Background: an optimization exercise with open tools, aiming at small area, a short achievable clock period and few clock cycles per item. Do not read the settings as production practice. At most, simulation tests tie the RTL to the original design; equivalence was not proved.

==> inputs of run Y <==
// cipher_aes_core
module cipher_aes_core (
    input  wire         clk,
    input  wire         rst,         
    input  wire         in_valid,
    output wire         in_ready,
    input  wire         in_key256,   
    input  wire [255:0] in_key,
    input  wire [127:0] in_block,
    output reg          out_valid,
    output reg  [127:0] out_block
);
    localparam integer MW = 12;    
    function [7:0] xtime(input [7:0] b);
        xtime = {b[6:0], 1'b0} ^ (b[7] ? 8'h1b : 8'h00);
    endfunction
    reg          s_valid;
    reg          s_k256;
    reg  [3:0]   s_round;    
    reg  [7:0]   s_rcon;
    reg  [127:0] s_state;
    reg  [127:0] s_ka;
    reg  [127:0] s_kb;
    reg          a_valid;
    reg          a_k256;
    reg  [3:0]   a_round;
    reg  [7:0]   a_rcon;
    reg  [16*MW-1:0] a_state;    
    reg  [4*MW-1:0]  a_kx;       
    reg  [127:0] a_ka;
    reg  [127:0] a_kb;
    reg          b_valid;
    reg          b_k256;
    reg          b_k128;     
    reg  [3:0]   b_round;
    reg  [7:0]   b_rcon;
    reg  [127:0] b_sub;      
    reg  [31:0]  b_kx;       
    reg  [127:0] b_kp;       
    reg  [127:0] b_kb;
    wire [16*MW-1:0] s_mid;
    wire [4*MW-1:0]  s_kmid;
    genvar gi;
    generate
        for (gi = 0; gi < 16; gi = gi + 1) begin : g_top
            aes_sbox_top u_top (.a(s_state[8*gi +: 8]), .m(s_mid[MW*gi +: MW]));
        end
        for (gi = 0; gi < 4; gi = gi + 1) begin : g_ktop
            aes_sbox_top u_top (.a(s_kb[8*gi +: 8]), .m(s_kmid[MW*gi +: MW]));
        end
    endgenerate
    wire [127:0] a_sub;
    wire [31:0]  a_ksub;
    generate
        for (gi = 0; gi < 16; gi = gi + 1) begin : g_bot
            aes_sbox_bot u_bot (.m(a_state[MW*gi +: MW]), .y(a_sub[8*gi +: 8]));
        end
        for (gi = 0; gi < 4; gi = gi + 1) begin : g_kbot
            aes_sbox_bot u_bot (.m(a_kx[MW*gi +: MW]), .y(a_ksub[8*gi +: 8]));
        end
    endgenerate
    wire [127:0] a_kbase = a_ka;
    wire         a_krot  = !a_k256 || !a_round[0];
  ...
==> module cipher_aes_core, before the edit <==
module cipher_aes_core (
    input  wire         clk,
    input  wire         rst,         
    input  wire         in_valid,
    output wire         in_ready,
    input  wire         in_key256,   
    input  wire [255:0] in_key,
    input  wire [127:0] in_block,
    output reg          out_valid,
    output reg  [127:0] out_block
);
    localparam integer MW = 12;    
    function [7:0] xtime(input [7:0] b);
        xtime = {b[6:0], 1'b0} ^ (b[7] ? 8'h1b : 8'h00);
    endfunction
    reg          s_valid;
    reg          s_k256;
    reg  [3:0]   s_round;    
    reg  [7:0]   s_rcon;
    reg  [127:0] s_state;
    reg  [127:0] s_ka;
    reg  [127:0] s_kb;
    reg          a_valid;
    reg          a_k256;
    reg  [3:0]   a_round;
    reg  [7:0]   a_rcon;
    reg  [16*MW-1:0] a_state;    
    reg  [4*MW-1:0]  a_kx;       
    reg  [127:0] a_ka;
    reg  [127:0] a_kb;
    reg          b_valid;
    reg          b_k256;
    reg          b_k128;     
    reg  [3:0]   b_round;
    reg  [7:0]   b_rcon;
    reg  [127:0] b_sub;      
    reg  [31:0]  b_kx;       
    reg  [127:0] b_kp;       
    reg  [127:0] b_kb;
    wire [16*MW-1:0] s_mid;
    wire [4*MW-1:0]  s_kmid;
    genvar gi;
    generate
        for (gi = 0; gi < 16; gi = gi + 1) begin : g_top
            aes_sbox_top u_top (.a(s_state[8*gi +: 8]), .m(s_mid[MW*gi +: MW]));
        end
        for (gi = 0; gi < 4; gi = gi + 1) begin : g_ktop
            aes_sbox_top u_top (.a(s_kb[8*gi +: 8]), .m(s_kmid[MW*gi +: MW]));
        end
    endgenerate
    wire [127:0] a_sub;
    wire [31:0]  a_ksub;
    generate
        for (gi = 0; gi < 16; gi = gi + 1) begin : g_bot
            aes_sbox_bot u_bot (.m(a_state[MW*gi +: MW]), .y(a_sub[8*gi +: 8]));
        end
        for (gi = 0; gi < 4; gi = gi + 1) begin : g_kbot
            aes_sbox_bot u_bot (.m(a_kx[MW*gi +: MW]), .y(a_ksub[8*gi +: 8]));
        end
    endgenerate
    wire [127:0] a_kbase = a_ka;
    wire         a_krot  = !a_k256 || !a_round[0];
    wire [31:0]  a_krc   = a_krot ? {a_rcon, 24'h000000} : 32'h00000000;
    wire [31:0]  a_kp01  = a_kbase[127:96] ^ a_kbase[95:64];
    wire [31:0]  a_kp23  = a_kbase[63:32] ^ a_kbase[31:0];
    wire [127:0] a_kpre  = {a_kbase[127:96] ^ a_krc,
                            a_kp01 ^ a_krc,
                            a_kp01 ^ a_kbase[63:32] ^ a_krc,
                            a_kp01 ^ a_kp23 ^ a_krc};
    wire b_final = b_k256 ? (b_round == 4'd13) : (b_round == 4'd9);
    wire kx_rot = !b_k256 || !b_round[0];
    wire [31:0] kx_t = kx_rot ? {b_kx[23:0], b_kx[31:24]} : b_kx;
    wire [127:0] kx_next = b_kp ^ {4{kx_t}};
    wire [127:0] rkey = b_k128 ? kx_next : b_kb;
    wire [127:0] shifted;
    generate
        for (gi = 0; gi < 16; gi = gi + 1) begin : g_shift
            localparam integer R = gi % 4;
            localparam integer C = gi / 4;
            localparam integer SRC = 4 * ((C + R) % 4) + R;
            assign shifted[127-8*gi -: 8] = b_sub[127-8*SRC -: 8];
        end
    endgenerate
    wire [127:0] round_out;
    wire [127:0] final_out = shifted ^ rkey;
    generate
        for (gi = 0; gi < 4; gi = gi + 1) begin : g_mix
            wire [31:0] col = shifted[127-32*gi -: 32];
            wire [7:0] a0 = col[31:24];
            wire [7:0] a1 = col[23:16];
            wire [7:0] a2 = col[15:8];
            wire [7:0] a3 = col[7:0];
            wire [7:0] t = a0 ^ a1 ^ a2 ^ a3;
            wire [31:0] d = {t ^ xtime(a0 ^ a1), t ^ xtime(a1 ^ a2),
                             t ^ xtime(a2 ^ a3), t ^ xtime(a3 ^ a0)};
            assign round_out[127-32*gi -: 32] = final_out[127-32*gi -: 32] ^ d;
        end
    endgenerate
    reg  ready;
    assign in_ready = ready;
    reg  load;
    wire a_final = a_k256 ? (a_round == 4'd13) : (a_round == 4'd9);
    wire slot_free_next = !a_valid || a_final;
    wire s_no_pass = !s_valid || !s_k256 || (s_round >= 4'd4);
    wire new_no_pass = ready ? (!in_valid || !in_key256)
                             : (!b_valid || b_final || !b_k256 || (b_round >= 4'd3));
    always @(posedge clk) begin
        if (rst) begin
            ready     <= 1'b1;
            load      <= 1'b1;
            s_valid   <= 1'b0;
            a_valid   <= 1'b0;
            b_valid   <= 1'b0;
            out_valid <= 1'b0;
        end else begin
            ready     <= slot_free_next && s_no_pass && new_no_pass;
            load      <= slot_free_next;
            s_valid   <= ready ? in_valid : (b_valid && !b_final);
            a_valid   <= s_valid;
            b_valid   <= a_valid;
            out_valid <= b_valid && b_final;
        end
    end
    always @(posedge clk) begin
        a_k256  <= s_k256;
        a_round <= s_round;
        a_rcon  <= s_rcon;
        a_state <= s_mid;
        a_kx    <= s_kmid;
        a_ka    <= s_ka;
        a_kb    <= s_kb;
        b_k256  <= a_k256;
        b_k128  <= !a_k256;
        b_round <= a_round;
        b_rcon  <= a_rcon;
        b_sub   <= a_sub;
        b_kx    <= a_ksub;
        b_kp    <= a_kpre;
        b_kb    <= a_kb;
        out_block <= final_out;
        if (load) begin
            s_k256  <= in_key256;
            s_round <= 4'd0;
            s_rcon  <= 8'h01;
            s_state <= in_block ^ in_key[255:128];
            s_ka    <= in_key[255:128];
            s_kb    <= in_key256 ? in_key[127:0] : in_key[255:128];
        end else begin
            s_k256  <= b_k256;
            s_round <= b_round + 4'd1;
            s_rcon  <= kx_rot ? xtime(b_rcon) : b_rcon;
            s_state <= round_out;
            s_ka    <= b_k128 ? kx_next : b_kb;
            s_kb    <= kx_next;
        end
    end
endmodule
export LEC_CHECK = 0
export CAP_MARGIN = 10
export CORE_MARGIN = 2
export CORE_UTILIZATION = 40
export PLACE_DENSITY = 0.6
export SLEW_MARGIN = 10
create_clock -name core_clock -period 8.0 [get_ports {clk}]
standard.sh (not shown) runs the stock make flow with config.mk's settings and CLKGATE_MAP_FILE= SYNTH_SCRIPT=/design/flow/synth_recipe.tcl, a recipe that flattens the netlist after the stock synthesis.
==> flow/flow/run.sh <==
#!/bin/bash
# Layout flow: the standard flow (standard.sh), except that
#  - synthesis maps the logic with the ABC script flow/abc_map.script; the
#    registers are untouched, and the flow checks that the netlist has the
#    same flip-flops (names and cell types) as the standard synthesis, and
#    uses the standard netlist if not;
#  - the make variables in flow/params.sh are added (port buffer cell,
#    repair margins).
# Each tool's output goes to a log file in the work folder.
set -uo pipefail
W=$(pwd)
RES=$W/orfs/results/$FLOW_PLATFORM/cipher_aes_core/base
source flow/params.sh

# 1. the standard synthesis, for reference
bash standard.sh synth > std_synth.log 2>&1 || exit 1
cp $RES/1_2_yosys.v $W/std_1_2_yosys.v

# 2. our synthesis, in a work area of its own
sed -e "s#@ABC_SCRIPT@#$W/flow/abc_map.script#" flow/synth.tcl > $W/my_synth.tcl
make -C $FLOW_HOME DESIGN_CONFIG=$W/config.mk WORK_HOME=$W/mysyn CLKGATE_MAP_FILE= \
     SYNTH_SCRIPT=$W/my_synth.tcl synth > my_synth.log 2>&1
MYV=$W/mysyn/results/$FLOW_PLATFORM/cipher_aes_core/base/1_2_yosys.v

# 3. same registers?
regs() { grep -oE '^ *sky130_fd_sc_hd__(df|edf|sdf|sedf|dlx|dlr)[a-z0-9_]* +[^ ]+' "$1" | sed -E 's/_[0-9]+ +/ /; s/^ *//' | sort; }
if [[ -s $MYV ]] && cmp -s <(regs $W/std_1_2_yosys.v) <(regs $MYV); then
  echo "own synthesis: registers match, using it" > synth_choice.log
  cp $MYV $RES/1_2_yosys.v
  touch $RES/1_2_yosys.v
else
  echo "own synthesis: registers differ or missing, using the standard netlist" > synth_choice.log
fi
regs $W/std_1_2_yosys.v | wc -l >> synth_choice.log
regs $MYV | wc -l >> synth_choice.log

# 4. the rest of the standard flow
bash standard.sh "${MAKE_ARGS[@]}" finish > std_flow.log 2>&1
==> flow/flow/abc_map.script <==
strash
dc2
&get -n
&dch -f
&nf -R 1000
&put
buffer -c
topo
stime -c
upsize -c
dnsize -c
==> flow/flow/params.sh <==
MAKE_ARGS=(SETUP_SLACK_MARGIN=5.1 "BUFFER_PORTS_ARGS=-buffer_cell sky130_fd_sc_hd__buf_1" "CTS_ARGS=-sink_clustering_enable -repair_clock_nets -dont_use_dummy_load -sink_clustering_size 25 -sink_clustering_max_diameter 60 -root_buf sky130_fd_sc_hd__clkbuf_16 -buf_list {sky130_fd_sc_hd__clkbuf_16}")
==> flow/flow/synth.tcl <==
proc synth {args} { yosys synth -nofsm -noshare {*}$args }
proc abc {args} {
  set i [lsearch $args -script]
  set args [lreplace $args $i [expr {$i + 1}] -script @ABC_SCRIPT@]
  yosys abc {*}$args
}
source $::env(SCRIPTS_DIR)/synth.tcl
# left out here: clear keep_hierarchy, flatten, clean up, hide names made inside functions, write 1_2_yosys.v
==> run M: changes against run Y <==
==> flow/flow/params.sh (replaced) <==
MAKE_ARGS=(SETUP_SLACK_MARGIN=5.1 "BUFFER_PORTS_ARGS=-buffer_cell sky130_fd_sc_hd__buf_1" "CTS_ARGS=-sink_clustering_enable -repair_clock_nets -dont_use_dummy_load -sink_clustering_size 30 -sink_clustering_max_diameter 60 -root_buf sky130_fd_sc_hd__clkbuf_16 -buf_list {sky130_fd_sc_hd__clkbuf_16}")
- CORE_UTILIZATION: 40 -> 50
- PLACE_DENSITY: 0.6 -> 0.7
==> run E: changes against run Y <==
--- a/flow/design.v
+++ b/flow/design.v
@@ -214,12 +214,11 @@
     reg  [127:0] a_kb;
     reg          b_valid;
     reg          b_k256;
-    reg          b_k128;     
     reg  [3:0]   b_round;
     reg  [7:0]   b_rcon;
     reg  [127:0] b_sub;      
     reg  [31:0]  b_kx;       
-    reg  [127:0] b_kp;       
+    reg  [127:0] b_ka;
     reg  [127:0] b_kb;
     wire [16*MW-1:0] s_mid;
     wire [4*MW-1:0]  s_kmid;
@@ -242,20 +241,16 @@
             aes_sbox_bot u_bot (.m(a_kx[MW*gi +: MW]), .y(a_ksub[8*gi +: 8]));
         end
     endgenerate
-    wire [127:0] a_kbase = a_ka;
-    wire         a_krot  = !a_k256 || !a_round[0];
-    wire [31:0]  a_krc   = a_krot ? {a_rcon, 24'h000000} : 32'h00000000;
-    wire [31:0]  a_kp01  = a_kbase[127:96] ^ a_kbase[95:64];
-    wire [31:0]  a_kp23  = a_kbase[63:32] ^ a_kbase[31:0];
-    wire [127:0] a_kpre  = {a_kbase[127:96] ^ a_krc,
-                            a_kp01 ^ a_krc,
-                            a_kp01 ^ a_kbase[63:32] ^ a_krc,
-                            a_kp01 ^ a_kp23 ^ a_krc};
     wire b_final = b_k256 ? (b_round == 4'd13) : (b_round == 4'd9);
     wire kx_rot = !b_k256 || !b_round[0];
-    wire [31:0] kx_t = kx_rot ? {b_kx[23:0], b_kx[31:24]} : b_kx;
-    wire [127:0] kx_next = b_kp ^ {4{kx_t}};
-    wire [127:0] rkey = b_k128 ? kx_next : b_kb;
+    wire [31:0] kx_t = kx_rot ? ({b_kx[23:0], b_kx[31:24]} ^ {b_rcon, 24'h000000}) : b_kx;
+    wire [127:0] kx_base = b_k256 ? b_ka : b_kb;
+    wire [31:0] kx_p0 = kx_base[127:96];
+    wire [31:0] kx_p1 = kx_p0 ^ kx_base[95:64];
+    wire [31:0] kx_p2 = kx_p1 ^ kx_base[63:32];
+    wire [31:0] kx_p3 = kx_p2 ^ kx_base[31:0];
+    wire [127:0] kx_next = {kx_p0 ^ kx_t, kx_p1 ^ kx_t, kx_p2 ^ kx_t, kx_p3 ^ kx_t};
+    wire [127:0] rkey = b_k256 ? b_kb : kx_next;
     wire [127:0] shifted;
     generate
         for (gi = 0; gi < 16; gi = gi + 1) begin : g_shift
@@ -282,7 +277,6 @@
     endgenerate
     reg  ready;
     assign in_ready = ready;
-    reg  load;
     wire a_final = a_k256 ? (a_round == 4'd13) : (a_round == 4'd9);
     wire slot_free_next = !a_valid || a_final;
     wire s_no_pass = !s_valid || !s_k256 || (s_round >= 4'd4);
@@ -291,14 +285,12 @@
     always @(posedge clk) begin
         if (rst) begin
             ready     <= 1'b1;
-            load      <= 1'b1;
             s_valid   <= 1'b0;
             a_valid   <= 1'b0;
             b_valid   <= 1'b0;
             out_valid <= 1'b0;
         end else begin
             ready     <= slot_free_next && s_no_pass && new_no_pass;
-            load      <= slot_free_next;
             s_valid   <= ready ? in_valid : (b_valid && !b_final);
             a_valid   <= s_valid;
             b_valid   <= a_valid;
@@ -314,15 +306,14 @@
         a_ka    <= s_ka;
         a_kb    <= s_kb;
         b_k256  <= a_k256;
-        b_k128  <= !a_k256;
         b_round <= a_round;
         b_rcon  <= a_rcon;
         b_sub   <= a_sub;
         b_kx    <= a_ksub;
-        b_kp    <= a_kpre;
+        b_ka    <= a_ka;
         b_kb    <= a_kb;
         out_block <= final_out;
-        if (load) begin
+        if (ready) begin
             s_k256  <= in_key256;
             s_round <= 4'd0;
             s_rcon  <= 8'h01;
@@ -334,7 +325,7 @@
             s_round <= b_round + 4'd1;
             s_rcon  <= kx_rot ? xtime(b_rcon) : b_rcon;
             s_state <= round_out;
-            s_ka    <= b_k128 ? kx_next : b_kb;
+            s_ka    <= b_kb;
             s_kb    <= kx_next;
         end
     end
==> flow/flow/params.sh (replaced) <==
MAKE_ARGS=(SETUP_SLACK_MARGIN=5.0 "BUFFER_PORTS_ARGS=-buffer_cell sky130_fd_sc_hd__buf_1" "CTS_ARGS=-sink_clustering_enable -repair_clock_nets -dont_use_dummy_load -sink_clustering_size 20 -buf_list {sky130_fd_sc_hd__clkbuf_4 sky130_fd_sc_hd__clkbuf_8}")
==> run K: changes against run Y <==
--- a/flow/design.v
+++ b/flow/design.v
@@ -204,23 +204,14 @@
     reg  [127:0] s_state;
     reg  [127:0] s_ka;
     reg  [127:0] s_kb;
-    reg          a_valid;
-    reg          a_k256;
-    reg  [3:0]   a_round;
-    reg  [7:0]   a_rcon;
-    reg  [16*MW-1:0] a_state;    
-    reg  [4*MW-1:0]  a_kx;       
-    reg  [127:0] a_ka;
-    reg  [127:0] a_kb;
-    reg          b_valid;
-    reg          b_k256;
-    reg          b_k128;     
-    reg  [3:0]   b_round;
-    reg  [7:0]   b_rcon;
-    reg  [127:0] b_sub;      
-    reg  [31:0]  b_kx;       
-    reg  [127:0] b_kp;       
-    reg  [127:0] b_kb;
+    reg          m_valid;
+    reg          m_k256;
+    reg  [3:0]   m_round;
+    reg  [7:0]   m_rcon;
+    reg  [16*MW-1:0] m_state;    
+    reg  [4*MW-1:0]  m_kx;       
+    reg  [127:0] m_ka;
+    reg  [127:0] m_kb;
     wire [16*MW-1:0] s_mid;
     wire [4*MW-1:0]  s_kmid;
     genvar gi;
@@ -232,41 +223,38 @@
             aes_sbox_top u_top (.a(s_kb[8*gi +: 8]), .m(s_kmid[MW*gi +: MW]));
         end
     endgenerate
-    wire [127:0] a_sub;
-    wire [31:0]  a_ksub;
+    wire m_final = m_k256 ? (m_round == 4'd13) : (m_round == 4'd9);
+    wire [31:0] kx_s;
     generate
-        for (gi = 0; gi < 16; gi = gi + 1) begin : g_bot
-            aes_sbox_bot u_bot (.m(a_state[MW*gi +: MW]), .y(a_sub[8*gi +: 8]));
-        end
         for (gi = 0; gi < 4; gi = gi + 1) begin : g_kbot
-            aes_sbox_bot u_bot (.m(a_kx[MW*gi +: MW]), .y(a_ksub[8*gi +: 8]));
+            aes_sbox_bot u_bot (.m(m_kx[MW*gi +: MW]), .y(kx_s[8*gi +: 8]));
+        end
+    endgenerate
+    wire kx_rot = !m_k256 || !m_round[0];
+    wire [31:0] kx_t = kx_rot ? ({kx_s[23:0], kx_s[31:24]} ^ {m_rcon, 24'h000000}) : kx_s;
+    wire [127:0] kx_base = m_k256 ? m_ka : m_kb;
+    wire [31:0] kx_p0 = kx_base[127:96];
+    wire [31:0] kx_p1 = kx_p0 ^ kx_base[95:64];
+    wire [31:0] kx_p2 = kx_p1 ^ kx_base[63:32];
+    wire [31:0] kx_p3 = kx_p2 ^ kx_base[31:0];
+    wire [127:0] kx_next = {kx_p0 ^ kx_t, kx_p1 ^ kx_t, kx_p2 ^ kx_t, kx_p3 ^ kx_t};
+    wire [127:0] rkey = m_k256 ? m_kb : kx_next;
+    wire [127:0] sub;
+    generate
+        for (gi = 0; gi < 16; gi = gi + 1) begin : g_bot
+            aes_sbox_bot u_bot (.m(m_state[MW*gi +: MW]), .y(sub[8*gi +: 8]));
         end
     endgenerate
-    wire [127:0] a_kbase = a_ka;
-    wire         a_krot  = !a_k256 || !a_round[0];
-    wire [31:0]  a_krc   = a_krot ? {a_rcon, 24'h000000} : 32'h00000000;
-    wire [31:0]  a_kp01  = a_kbase[127:96] ^ a_kbase[95:64];
-    wire [31:0]  a_kp23  = a_kbase[63:32] ^ a_kbase[31:0];
-    wire [127:0] a_kpre  = {a_kbase[127:96] ^ a_krc,
-                            a_kp01 ^ a_krc,
-                            a_kp01 ^ a_kbase[63:32] ^ a_krc,
-                            a_kp01 ^ a_kp23 ^ a_krc};
-    wire b_final = b_k256 ? (b_round == 4'd13) : (b_round == 4'd9);
-    wire kx_rot = !b_k256 || !b_round[0];
-    wire [31:0] kx_t = kx_rot ? {b_kx[23:0], b_kx[31:24]} : b_kx;
-    wire [127:0] kx_next = b_kp ^ {4{kx_t}};
-    wire [127:0] rkey = b_k128 ? kx_next : b_kb;
     wire [127:0] shifted;
     generate
         for (gi = 0; gi < 16; gi = gi + 1) begin : g_shift
             localparam integer R = gi % 4;
             localparam integer C = gi / 4;
             localparam integer SRC = 4 * ((C + R) % 4) + R;
-            assign shifted[127-8*gi -: 8] = b_sub[127-8*SRC -: 8];
+            assign shifted[127-8*gi -: 8] = sub[127-8*SRC -: 8];
         end
     endgenerate
     wire [127:0] round_out;
-    wire [127:0] final_out = shifted ^ rkey;
     generate
         for (gi = 0; gi < 4; gi = gi + 1) begin : g_mix
             wire [31:0] col = shifted[127-32*gi -: 32];
@@ -277,52 +265,39 @@
             wire [7:0] t = a0 ^ a1 ^ a2 ^ a3;
             wire [31:0] d = {t ^ xtime(a0 ^ a1), t ^ xtime(a1 ^ a2),
                              t ^ xtime(a2 ^ a3), t ^ xtime(a3 ^ a0)};
-            assign round_out[127-32*gi -: 32] = final_out[127-32*gi -: 32] ^ d;
+            assign round_out[127-32*gi -: 32] =
+                col ^ (m_final ? 32'h00000000 : d) ^ rkey[127-32*gi -: 32];
         end
     endgenerate
     reg  ready;
     assign in_ready = ready;
-    reg  load;
-    wire a_final = a_k256 ? (a_round == 4'd13) : (a_round == 4'd9);
-    wire slot_free_next = !a_valid || a_final;
-    wire s_no_pass = !s_valid || !s_k256 || (s_round >= 4'd4);
-    wire new_no_pass = ready ? (!in_valid || !in_key256)
-                             : (!b_valid || b_final || !b_k256 || (b_round >= 4'd3));
+    wire s_final = s_k256 ? (s_round == 4'd13) : (s_round == 4'd9);
+    wire slot_free_next = !s_valid || s_final;
+    wire no_pass_next = ready ? (!in_valid || !in_key256)
+                              : (!m_valid || m_final || !m_k256 || (m_round >= 4'd3));
     always @(posedge clk) begin
         if (rst) begin
             ready     <= 1'b1;
-            load      <= 1'b1;
             s_valid   <= 1'b0;
-            a_valid   <= 1'b0;
-            b_valid   <= 1'b0;
+            m_valid   <= 1'b0;
             out_valid <= 1'b0;
         end else begin
-            ready     <= slot_free_next && s_no_pass && new_no_pass;
-            load      <= slot_free_next;
-            s_valid   <= ready ? in_valid : (b_valid && !b_final);
-            a_valid   <= s_valid;
-            b_valid   <= a_valid;
-            out_valid <= b_valid && b_final;
+            ready     <= slot_free_next && no_pass_next;
+            s_valid   <= in_ready ? in_valid : (m_valid && !m_final);
+            m_valid   <= s_valid;
+            out_valid <= m_valid && m_final;
         end
     end
     always @(posedge clk) begin
-        a_k256  <= s_k256;
-        a_round <= s_round;
-        a_rcon  <= s_rcon;
-        a_state <= s_mid;
-        a_kx    <= s_kmid;
-        a_ka    <= s_ka;
-        a_kb    <= s_kb;
-        b_k256  <= a_k256;
-        b_k128  <= !a_k256;
-        b_round <= a_round;
-        b_rcon  <= a_rcon;
-        b_sub   <= a_sub;
-        b_kx    <= a_ksub;
-        b_kp    <= a_kpre;
-        b_kb    <= a_kb;
-        out_block <= final_out;
-        if (load) begin
+        m_k256  <= s_k256;
+        m_round <= s_round;
+        m_rcon  <= s_rcon;
+        m_state <= s_mid;
+        m_kx    <= s_kmid;
+        m_ka    <= s_ka;
+        m_kb    <= s_kb;
+        out_block <= round_out;
+        if (ready) begin
             s_k256  <= in_key256;
             s_round <= 4'd0;
             s_rcon  <= 8'h01;
@@ -330,11 +305,11 @@
             s_ka    <= in_key[255:128];
             s_kb    <= in_key256 ? in_key[127:0] : in_key[255:128];
         end else begin
-            s_k256  <= b_k256;
-            s_round <= b_round + 4'd1;
-            s_rcon  <= kx_rot ? xtime(b_rcon) : b_rcon;
+            s_k256  <= m_k256;
+            s_round <= m_round + 4'd1;
+            s_rcon  <= kx_rot ? xtime(m_rcon) : m_rcon;
             s_state <= round_out;
-            s_ka    <= b_k128 ? kx_next : b_kb;
+            s_ka    <= m_kb;
             s_kb    <= kx_next;
         end
     end
--- a/flow/flow/run.sh
+++ b/flow/flow/run.sh
@@ -23,7 +23,7 @@
 MYV=$W/mysyn/results/$FLOW_PLATFORM/cipher_aes_core/base/1_2_yosys.v
 
 # 3. same registers?
-regs() { grep -oE '^ *sky130_fd_sc_hd__(df|edf|sdf|sedf|dlx|dlr)[a-z0-9_]* +[^ ]+' "$1" | sed -E 's/_[0-9]+ +/ /; s/^ *//' | sort; }
+regs() { grep -oE '^ *sky130_fd_sc_hd__[a-z0-9]*(df|dl)[a-z0-9_]* +[^ ]+' "$1" | sed -E 's/_[0-9]+ +/ /; s/^ *//' | sort; }
 if [[ -s $MYV ]] && cmp -s <(regs $W/std_1_2_yosys.v) <(regs $MYV); then
   echo "own synthesis: registers match, using it" > synth_choice.log
   cp $MYV $RES/1_2_yosys.v
==> flow/flow/params.sh (replaced) <==
MAKE_ARGS=(SETUP_SLACK_MARGIN=4.5 "BUFFER_PORTS_ARGS=-buffer_cell sky130_fd_sc_hd__buf_2")
- CAP_MARGIN: 10 -> 20
- SLEW_MARGIN: 10 -> 20
==> run notes <==
Run E passed the timing, design-rule and antenna checks. Run K produced a clean layout. Run M went through all stages and came out clean. Run Y completed with no timing, DRC or antenna violations. Of run M and run Y, run Y has the higher design area (gap about 1.3%, measured against run Y). Critical path depth: run M < run E < run Y < run K. In run K the core utilization is higher than in run Y, by 12 points. Against run K, the final cell count of run M is smaller by about 6.6%. Of run M and run E, run M has the higher global-route usage (gap 3.0 points). The highest register-to-register slack belongs to run M, the lowest to run K. Clock-buffer cell count: run K is lower than run E (85).
Testbench counts of run Y, summed over its fixed seeds: cycles 26,467, items 2,048.
Testbench counts of run M, summed over its fixed seeds: cycles 26,467, items 2,048.
For run E and run K, only the layout was checked, not whether the RTL still works.

## afterwards: timing with drivers on the ports
Ports are ideal in the flow. The routed layouts listed here were re-timed in OpenROAD. Step 1: set_driving_cell puts a clkbuf_16 on clk and a buf_2 on each other input, an assumption about the parent block. Step 2, shift: input delay + t, output delay - t, t = (earliest + latest rising clock arrival at the registers) / 2. This alone moves slack from input paths to output paths. a / b / c = ideal / step 1 / step 2; a / b = the first two.
| run | t (ns) | slack for setup (ns) | worst setup path after step 2 |
|---|---|---|---|
| run Y | 0.793 | 5.064 / 5.022 / 4.553 | input to register |
| run M | 0.798 | 5.109 / 5.029 / 4.435 | input to register |
| run E | 1.015 | 4.868 / 4.781 / 4.093 | input to register |
| run K | 0.806 | 4.273 / 4.273 / 4.273 | register to register |
After both steps every run listed still meets setup and hold. For run E, which loses most, drivers alone change the setup slack by -0.087 ns; drivers and shift together by -0.775 ns.
